Context: an optimization exercise on an open-source flow, tuned for small area, a short achievable clock period and few clock cycles per item. The choices shown serve that exercise and are no tape-out recipe. Only simulation tests tie the RTL to the original design; equivalence was not proved.

### design/flow/config.mk
export PLATFORM = sky130hd
export DESIGN_NAME = rs72_dec
export DESIGN_NICKNAME = rs72_dec
export VERILOG_FILES = /design/flow/design.v
export SDC_FILE = /design/flow/constraint.sdc
export NUM_CORES = 4
export LEC_CHECK = 0
export CAP_MARGIN = 20
export CORE_MARGIN = 2
export CORE_UTILIZATION = 40
export PLACE_DENSITY = 0.6
export SLEW_MARGIN = 20
### design/flow/constraint.sdc
create_clock -name core_clock -period 32.0 [get_ports {clk}]
set_input_delay 6.4000 -clock core_clock [delete_from_list [all_inputs] [get_ports {clk}]]
set_output_delay 6.4000 -clock core_clock [all_outputs]
set_load 0.01 [all_outputs]
### design/flow/design.v
module rs72_dec (
    input             clk,
    input             rst,
    input             in_valid,
    output            in_ready,
    input      [63:0] in_data,
    output            out_valid,
    output     [63:0] out_data,
    output            out_last,
    output            out_corrected,
    output            out_uncorrectable,
    output     [1:0]  out_nerr
);
    localparam integer L = 11;
    function automatic [7:0] gf_xt(input [7:0] a);
        gf_xt = {a[6:0], 1'b0} ^ (a[7] ? 8'h1D : 8'h00);
    endfunction
    function automatic [7:0] gf_mul(input [7:0] a, input [7:0] b);
        integer i;
        reg [7:0] p, x;
        begin
            p = 8'd0;
            x = a;
            for (i = 0; i < 8; i = i + 1) begin
                if (b[i]) p = p ^ x;
                x = gf_xt(x);
            end
            gf_mul = p;
        end
    endfunction
    function automatic [7:0] gf_mulc(input [7:0] a, input integer e);
        integer i;
        reg [7:0] x;
        begin
            x = a;
            for (i = 0; i < e; i = i + 1) x = gf_xt(x);
            gf_mulc = x;
        end
    endfunction
    function automatic [7:0] gf_sq(input [7:0] a);
        integer i;
        reg [7:0] r;
        begin
            r = 8'd0;
            for (i = 0; i < 8; i = i + 1)
                if (a[i]) r = r ^ gf_mulc(8'd1, 2 * i);
            gf_sq = r;
        end
    endfunction
    function automatic [8*255-1:0] mk_alog(input integer unused);
        integer i;
        reg [7:0] x;
        begin
            x = 8'd1;
            for (i = 0; i < 255; i = i + 1) begin
                mk_alog[8*i +: 8] = x;
                x = gf_xt(x);
            end
        end
    endfunction
    localparam [8*255-1:0] ALOG = mk_alog(0);
    function automatic [8*256-1:0] mk_inv(input integer unused);
        integer i;
        begin
            mk_inv = {8*256{1'b0}};
            for (i = 0; i < 255; i = i + 1)
                mk_inv[8*ALOG[8*i +: 8] +: 8] = ALOG[8*((255 - i) % 255) +: 8];
        end
    endfunction
    function automatic [8*256-1:0] mk_pos(input integer unused);
        integer i;
        begin
            mk_pos = {8*256{1'b0}};
            for (i = 0; i < 72; i = i + 1)
                mk_pos[8*ALOG[8*i +: 8] +: 8] = {1'b1, 7'd71 - i[6:0]};
        end
    endfunction
    localparam [8*256-1:0] INV = mk_inv(0);
    localparam [8*256-1:0] POS = mk_pos(0);
    function automatic gf_tr(input [7:0] a);
        integer i;
        reg [7:0] s, r;
        begin
            s = a;
            r = a;
            for (i = 0; i < 7; i = i + 1) begin
                s = gf_mul(s, s);
                r = r ^ s;
            end
            gf_tr = r[0];
        end
    endfunction
    function automatic [63:0] mk_qcol(input integer unused);
        integer i, y, tau;
        reg [7:0] tgt, yy;
        begin
            mk_qcol = 64'd0;
            tau = 0;
            for (y = 255; y > 0; y = y - 1)
                if (gf_tr(y[7:0])) tau = y;
            for (i = 0; i < 8; i = i + 1) begin
                tgt = 8'd1 << i;
                if (gf_tr(tgt)) tgt = tgt ^ tau[7:0];
                for (y = 255; y >= 0; y = y - 1) begin
                    yy = y[7:0];
                    if ((gf_mul(yy, yy) ^ yy) == tgt) mk_qcol[8*i +: 8] = yy;
                end
            end
        end
    endfunction
    localparam [63:0] QCOL = mk_qcol(0);
    function automatic [7:0] gf_qsolve(input [7:0] t);
        integer i;
        reg [7:0] r;
        begin
            r = 8'd0;
            for (i = 0; i < 8; i = i + 1)
                if (t[i]) r = r ^ QCOL[8*i +: 8];
            gf_qsolve = r;
        end
    endfunction
    function automatic gf_tr_lin(input [7:0] a);
        integer i;
        reg r;
        begin
            r = 1'b0;
            for (i = 0; i < 8; i = i + 1)
                if (a[i] && gf_tr(8'd1 << i)) r = ~r;
            gf_tr_lin = r;
        end
    endfunction
    integer i, j, k;
    reg [63:0]  ring [0:L-1];
    reg [L-1:0] live;       
    reg [L-1:0] first;      
    reg [L-1:0] upar;       
    reg         in_rdy;
    reg [3:0]   inb;        
    reg         inpar;      
    reg [3:0]   ph;         
    reg         fire;       
    reg [2:0]   ob;         
    reg         hp;         
    reg         rdy;        
    reg         fresh;      
    reg         sfirst;     
    reg         ev0, ev1, ev2;
    wire accept = in_valid & in_rdy;
    assign in_ready = in_rdy;
    wire [2:0] ob_n   = fire ? ob + 3'd1 : ob;
    wire       hp_n   = (fire && ob == 3'd7) ? ~hp : hp;
    wire       rdy_n  = ev1 | (rdy & ~(fire && ob == 3'd7));
    wire       fire_n = live[L-2] & ((ob_n != 3'd0) | (first[L-2] & (upar[L-2] == hp_n) & rdy_n));
    wire       free_n = ~live[L-2] | fire_n;
    always @(posedge clk) begin
        for (i = 1; i < L; i = i + 1) ring[i] <= ring[i-1];
        ring[0] <= in_rdy ? in_data : ring[L-1];
        for (i = 1; i < L; i = i + 1) begin
            first[i] <= first[i-1];
            upar[i]  <= upar[i-1];
        end
        first[0] <= in_rdy ? (inb == 4'd0) : first[L-1];
        upar[0]  <= in_rdy ? inpar : upar[L-1];
        sfirst   <= (inb == 4'd0);
        if (rst) begin
            live   <= {L{1'b0}};
            in_rdy <= 1'b1;
            inb    <= 4'd0;
            inpar  <= 1'b0;
            ph     <= 4'd0;
            fire   <= 1'b0;
            ob     <= 3'd0;
            hp     <= 1'b0;
            rdy    <= 1'b0;
            fresh  <= 1'b0;
            ev0    <= 1'b0;
            ev1    <= 1'b0;
            ev2    <= 1'b0;
        end else begin
            for (i = 1; i < L; i = i + 1) live[i] <= live[i-1];
            live[0] <= (accept && inb != 4'd8) | (live[L-1] & ~fire);
            in_rdy  <= free_n & (accept | inb == 4'd0 | inb == 4'd8 | ph == 4'd0);
            if (accept) begin
                inb <= (inb == 4'd8) ? 4'd0 : inb + 4'd1;
                if (inb == 4'd8) inpar <= ~inpar;
            end
            ph    <= (accept && inb != 4'd8) ? 4'd1 : (ph == L - 1) ? 4'd0 : ph + 4'd1;
            fire  <= fire_n;
            ob    <= ob_n;
            hp    <= hp_n;
            rdy   <= rdy_n;
            fresh <= accept;
            ev0   <= accept && inb == 4'd8;
            ev1   <= ev0;
            ev2   <= ev1;
        end
    end
    reg [7:0] syn [0:7];
    reg [7:0] sacc;
    always @(posedge clk) begin
        if (fresh) begin
            for (j = 0; j < 8; j = j + 1) begin
                sacc = sfirst ? 8'd0 : syn[j];
                for (k = 0; k < 8; k = k + 1)
                    sacc = gf_mulc(sacc, j) ^ ring[0][8*k +: 8];
                syn[j] <= sacc;
            end
        end
    end
    reg [7:0] det, s1n, s2n, den, num, iden, inum;
    reg [7:0] c_sg1, c_sg2, c_isg1;
    reg       c_dz, c_zero;
    always @* begin
        det  = gf_mul(syn[0], syn[2]) ^ gf_sq(syn[1]);
        s1n  = gf_mul(syn[1], syn[2]) ^ gf_mul(syn[0], syn[3]);
        s2n  = gf_mul(syn[1], syn[3]) ^ gf_sq(syn[2]);
        c_dz = (det == 8'd0);
        den  = c_dz ? syn[0] : det;
        num  = c_dz ? syn[1] : s1n;
        iden = INV[8*den +: 8];
        inum = INV[8*num +: 8];
        c_sg1  = gf_mul(num, iden);
        c_sg2  = c_dz ? 8'd0 : gf_mul(s2n, iden);
        c_isg1 = gf_mul(den, inum);
        c_zero = 1'b1;
        for (j = 0; j < 8; j = j + 1)
            if (syn[j] != 8'd0) c_zero = 1'b0;
    end
    reg [7:0] r_sg1, r_sg2, r_isg1;
    reg [7:0] r_s [0:7];
    reg       r_dz, r_zero;
    always @(posedge clk) begin
        r_sg1  <= c_sg1;
        r_sg2  <= c_sg2;
        r_isg1 <= c_isg1;
        r_dz   <= c_dz;
        r_zero <= c_zero;
        for (j = 0; j < 8; j = j + 1) r_s[j] <= syn[j];
    end
    reg [7:0] t, y, x1, x2, yv1, yv2, cj;
    reg [7:0] p1, p2;
    reg       chk, ok1, ok2;
    reg       d_v1, d_v2, d_unc;
    reg [6:0] d_pos1, d_pos2;
    reg [1:0] d_nerr;
    always @* begin
        chk = 1'b1;
        for (j = 2; j < 6; j = j + 1) begin
            cj = r_s[j+2] ^ gf_mul(r_sg1, r_s[j+1]) ^ gf_mul(r_sg2, r_s[j]);
            if (cj != 8'd0) chk = 1'b0;
        end
        cj = r_s[3] ^ gf_mul(r_sg1, r_s[2]);
        if (r_dz && cj != 8'd0) chk = 1'b0;
        t   = gf_mul(r_sg2, gf_sq(r_isg1));
        y   = gf_qsolve(t);
        x1  = r_dz ? r_sg1 : gf_mul(r_sg1, y);
        x2  = x1 ^ r_sg1;
        yv2 = gf_mul(r_s[1], r_isg1) ^ gf_mul(r_s[0], y);
        yv1 = r_dz ? r_s[0] : (yv2 ^ r_s[0]);
        p1  = POS[8*x1 +: 8];
        p2  = POS[8*x2 +: 8];
        ok1 = chk && (r_s[0] != 8'd0) && p1[7];
        ok2 = chk && (r_sg1 != 8'd0) && (r_sg2 != 8'd0) && !gf_tr_lin(t) && p1[7] && p2[7];
        d_pos1 = p1[6:0];
        d_pos2 = p2[6:0];
        if (r_zero) begin
            d_nerr = 2'd0; d_unc = 1'b0; d_v1 = 1'b0; d_v2 = 1'b0;
        end else if (r_dz) begin
            d_nerr = ok1 ? 2'd1 : 2'd0; d_unc = ~ok1; d_v1 = ok1; d_v2 = 1'b0;
        end else begin
            d_nerr = ok2 ? 2'd2 : 2'd0; d_unc = ~ok2; d_v1 = ok2; d_v2 = ok2;
        end
    end
    reg       q_v1, q_v2, q_unc, q_corr;
    reg [6:0] q_pos1, q_pos2;
    reg [7:0] q_y1, q_y2;
    reg [1:0] q_nerr;
    always @(posedge clk) begin
        if (ev2) begin
            q_v1   <= d_v1;
            q_v2   <= d_v2;
            q_pos1 <= d_pos1;
            q_pos2 <= d_pos2;
            q_y1   <= yv1;
            q_y2   <= yv2;
            q_nerr <= d_nerr;
            q_unc  <= d_unc;
            q_corr <= (d_nerr != 2'd0);
        end
    end
    wire       e_v1   = ev2 ? d_v1   : q_v1;
    wire       e_v2   = ev2 ? d_v2   : q_v2;
    wire [6:0] e_pos1 = ev2 ? d_pos1 : q_pos1;
    wire [6:0] e_pos2 = ev2 ? d_pos2 : q_pos2;
    wire [7:0] e_y1   = ev2 ? yv1    : q_y1;
    wire [7:0] e_y2   = ev2 ? yv2    : q_y2;
    reg [63:0] fix;
    always @* begin
        for (k = 0; k < 8; k = k + 1) begin
            fix[8*k +: 8] = ring[L-1][8*k +: 8];
            if (e_v1 && e_pos1 == {ob, k[2:0]}) fix[8*k +: 8] = fix[8*k +: 8] ^ e_y1;
            if (e_v2 && e_pos2 == {ob, k[2:0]}) fix[8*k +: 8] = fix[8*k +: 8] ^ e_y2;
        end
    end
    reg [63:0] o_data;
    reg        o_valid, o_last;
    always @(posedge clk) begin
        o_data <= fix;
        if (rst) begin
            o_valid <= 1'b0;
            o_last  <= 1'b0;
        end else begin
            o_valid <= fire;
            o_last  <= fire && ob == 3'd7;
        end
    end
    assign out_valid         = o_valid;
    assign out_data          = o_data;
    assign out_last          = o_last;
    assign out_corrected     = q_corr;
    assign out_uncorrectable = q_unc;
    assign out_nerr          = q_nerr;
endmodule
### design/flow/run.sh
#!/bin/bash
# synth_recipe.tcl (not shown) runs the flow's synth.tcl, then flattens the netlist and writes it again
# the make line also repeats each setting of config.mk as NAME=value (left out here)
make -C /OpenROAD-flow-scripts/flow DESIGN_CONFIG=/design/flow/config.mk WORK_HOME=/design/flow/orfs CLKGATE_MAP_FILE= SYNTH_SCRIPT=/design/flow/synth_recipe.tcl finish
==> run summary <==
setup repair bufs after CTS=0; required time of the critical path=about 33 ns; syn nets=8,182; Slowest-stage cell, CP=xor2_4; Fillers=16,345; top post-synthesis cells by count=1,855 x xnor2_1, 1,267 x nand2_1, 946 x dfxtp_1; CTS Buf Count=just under 100; final WL=250,000 um; Syn Area/Cell=8.42 um^2; slew margin rel.=between 10% and 20%; CTS Sinks=approximately 1,000; synth unique cells=between 100 and 150; fin crit period=10.34 ns; I/O pins=138; CTS root buf=clkbuf_16; Mapped Area=68,000 um^2; cell family with most CP delay=XOR/XNOR gates; hpwl dp=174,000 um; Avg WL per Cell=24.4 um; Worst Hold Class=flip-flop to flip-flop; Avg Vias per Cell=5.72; final hold violations=0; Final setup viols=0; GRT overflow=0; Initial DRC Count=7,379; setup TNS=0 ns; critical path capture point=o_data[34]; Post-synth EDFFs=just under 70; Yosys reg bits=about 1,000; Yosys top cell area share=between 20% and 30%; number of global-route vias before repair=55,342; Buf/Inv on CP=3; Skew-Pair Late Insertion Delay=about 0.7 ns; endpoint type of the worst setup path=flip-flop; nature of the critical path startpoint=flip-flop; Slew Viols, Final=0; f_max=roughly 97 MHz; htree depth=3; RSZ-0062 raised after global routing=false; Die Width=between 400 and 500 um; layout cells sized above 1=7.65%; R2R Path End=o_data[34]; post-layout util=44.4%; Max stage delay on crit path=between 0.7 and 0.8 ns; Initial Util=40.2%; detailed-route via count=~60,000; post-synthesis sequential area ratio=30.9%; Final Wtd Congestion=0.962; CTS max path bufs=3; initial antenna violation count=7; Worst R2R Setup Slack=21.66 ns; DR pass1 iterations=8; largest net degree at the start of global routing=71; Synth warnings=4; status=finished clean; Tcrit/Tclk final=32.3%; Detail Route Antenna Nets=0; Tightest Pin Transition=1.21 ns; count leader, synth=xnor2_1; post-cts sizing count=0; crit path DAT=roughly 11 ns; ys async rst share=0%; area leader, netlist=dfxtp_1; Post-route DRC=0; worst-path fanout max=34; Layout area overhead=10.5%; gr usage total=27.8%; first-pass GRT wire length=369,000 um; die area=about 170,000 um^2; # rows=between 150 and 200; CTS Hold Bufs=0; port bufs=137; top_reg_cell synth=dfxtp_1; Reg-to-Reg Start=r_sg2[7]; max-cap violations=0; clock skew=0.0882 ns; ranking of synthesized cells by area=dfxtp_1 28%, xnor2_1 24%, nand2_1 7.0%; WS Path Type=flip-flop to flip-flop; final hold slack=0.266 ns; Worst R2R Path Depth=27; cells after synthesis=8,076; FF+latch area=21,000 um^2; die height=around 420 um; hold path depth=0; nets@finish=8,016; WP depth=27; Critical Path Most Common Cell=xor2_1; CTS tree=done; crit path from=r_sg2[7]; Core Area=around 170,000 um^2; Multi-input gate area=44,400 um^2; CTS clock-pin slew for the worst setup and hold paths=roughly 0.060 ns
-- stage by stage --
step	instances	setup slack [ns]	instance area, um^2
after floorplan	8076	24.59	68000
after global placement	10027	21.98	71700
after detailed placement	10027	21.77	71700
after CTS	10212	21.78	75100
after global routing	10215	21.15	75100
final	10217	21.66	75100
-- state kept, by name (all words and copies together), names as in the netlist, 3 cells and up --
register and flops:
ph 4, o_data 64, inb 4, live 11
syn 64, ring 704, q_pos1 7, q_pos2 7
r_sg1 8, r_sg2 8, first 11, q_y1 8
ob 3, upar 11, q_y2 8, r_isg1 8
r_s 64
-- per-layer routing --
layer	wire, um	share of wire (%)	vias to the layer above	track usage [%]
met5	41	0.016	-	0
met4	11600	4.6	6	11.6
met3	22400	9.0	601	4.21
met2	111000	44	3135	43.4
met1	105000	42	28130	38.0
li1	-	-	26532	-
-- cell type report --
cell class                 instances  area share, %
multi-input combinational       6315           59.0
sequential                      1014           27.9
timing repair buffer             370           4.16
tap                             2218           3.69
clock buffer                     129           3.63
clock inverter                    56          0.962
inverter                         111          0.556
antenna                            4         0.0133
-- kinds of logic (layout without fill, tap and decap cells) --
family,after synthesis,after routing,synth area share (%)
xor+xnor,2442,2442,33.3
compound gates,1254,1254,12.4
fa+ha+maj,39,39,0.718
simple gates,2390,2390,15.3
buf+inv,747,666,4.31
mux,190,190,3.08
other cells,0,4,0
flops,1014,1014,30.9
-- placed cells by master, fill, tap and decap left out, drive strengths merged, types with 43 or more instances in the layout --
cell type	instances
nor4	50
a21oi	280
clkbuf	129
o221ai	43
o21ai	280
xor2	503
nand3	105
xnor3	61
buf	233
inv	112
dfxtp	946
nor2b	61
nand2	1268
a211oi	87
o211ai	83
a22oi	44
edfxtp	68
a31oi	48
clkdlybuf4s50	137
mux2i	94
mux2	90
nor2	505
nand2b	54
xnor2	1860
o22ai	53
nor3	163
-- worst min-delay path by stage --
| stage | startpoint | slack (ns) | end |
|---|---|---|---|
| after floorplan | first[0] | 0.31 | first[1] |
| after global placement | ring[2][58] | 0.31 | ring[3][58] |
| after detailed placement | first[2] | 0.31 | first[3] |
| after CTS | ring[8][54] | 0.27 | ring[9][54] |
| after global routing | ring[8][54] | 0.26 | ring[9][54] |
| final | ring[5][51] | 0.27 | ring[6][51] |
Testbench counts, summed over its fixed seeds: cycles 14,488, units 1,600.

## what the ideal ports hide
The flow's constraints put no driver on any port. The routed layout listed below was extracted and timed again, unchanged, in two steps. Step 1 assumes that a clkbuf_16 drives the clock port and a buf_2 every other input. Step 2 moves the port delays by t, midway between the first and last clock arrival at a register: inputs arrive t later, outputs are due t later. That takes back most of the time a late clock gives input paths. a / b / c = no drivers / after step 1 / after step 2; a / b = the first two.
t (ns): 0.752
slack for setup (ns): 21.655 / 21.655 / 21.655
clock arrival spread, ns: 0.088 / 0.089
worst register clock-pin slew, ns: 0.07 / 0.07
After both steps this run still meets setup and hold. For this run, drivers alone change the setup slack by 0.000 ns; drivers and shift together by 0.000 ns.
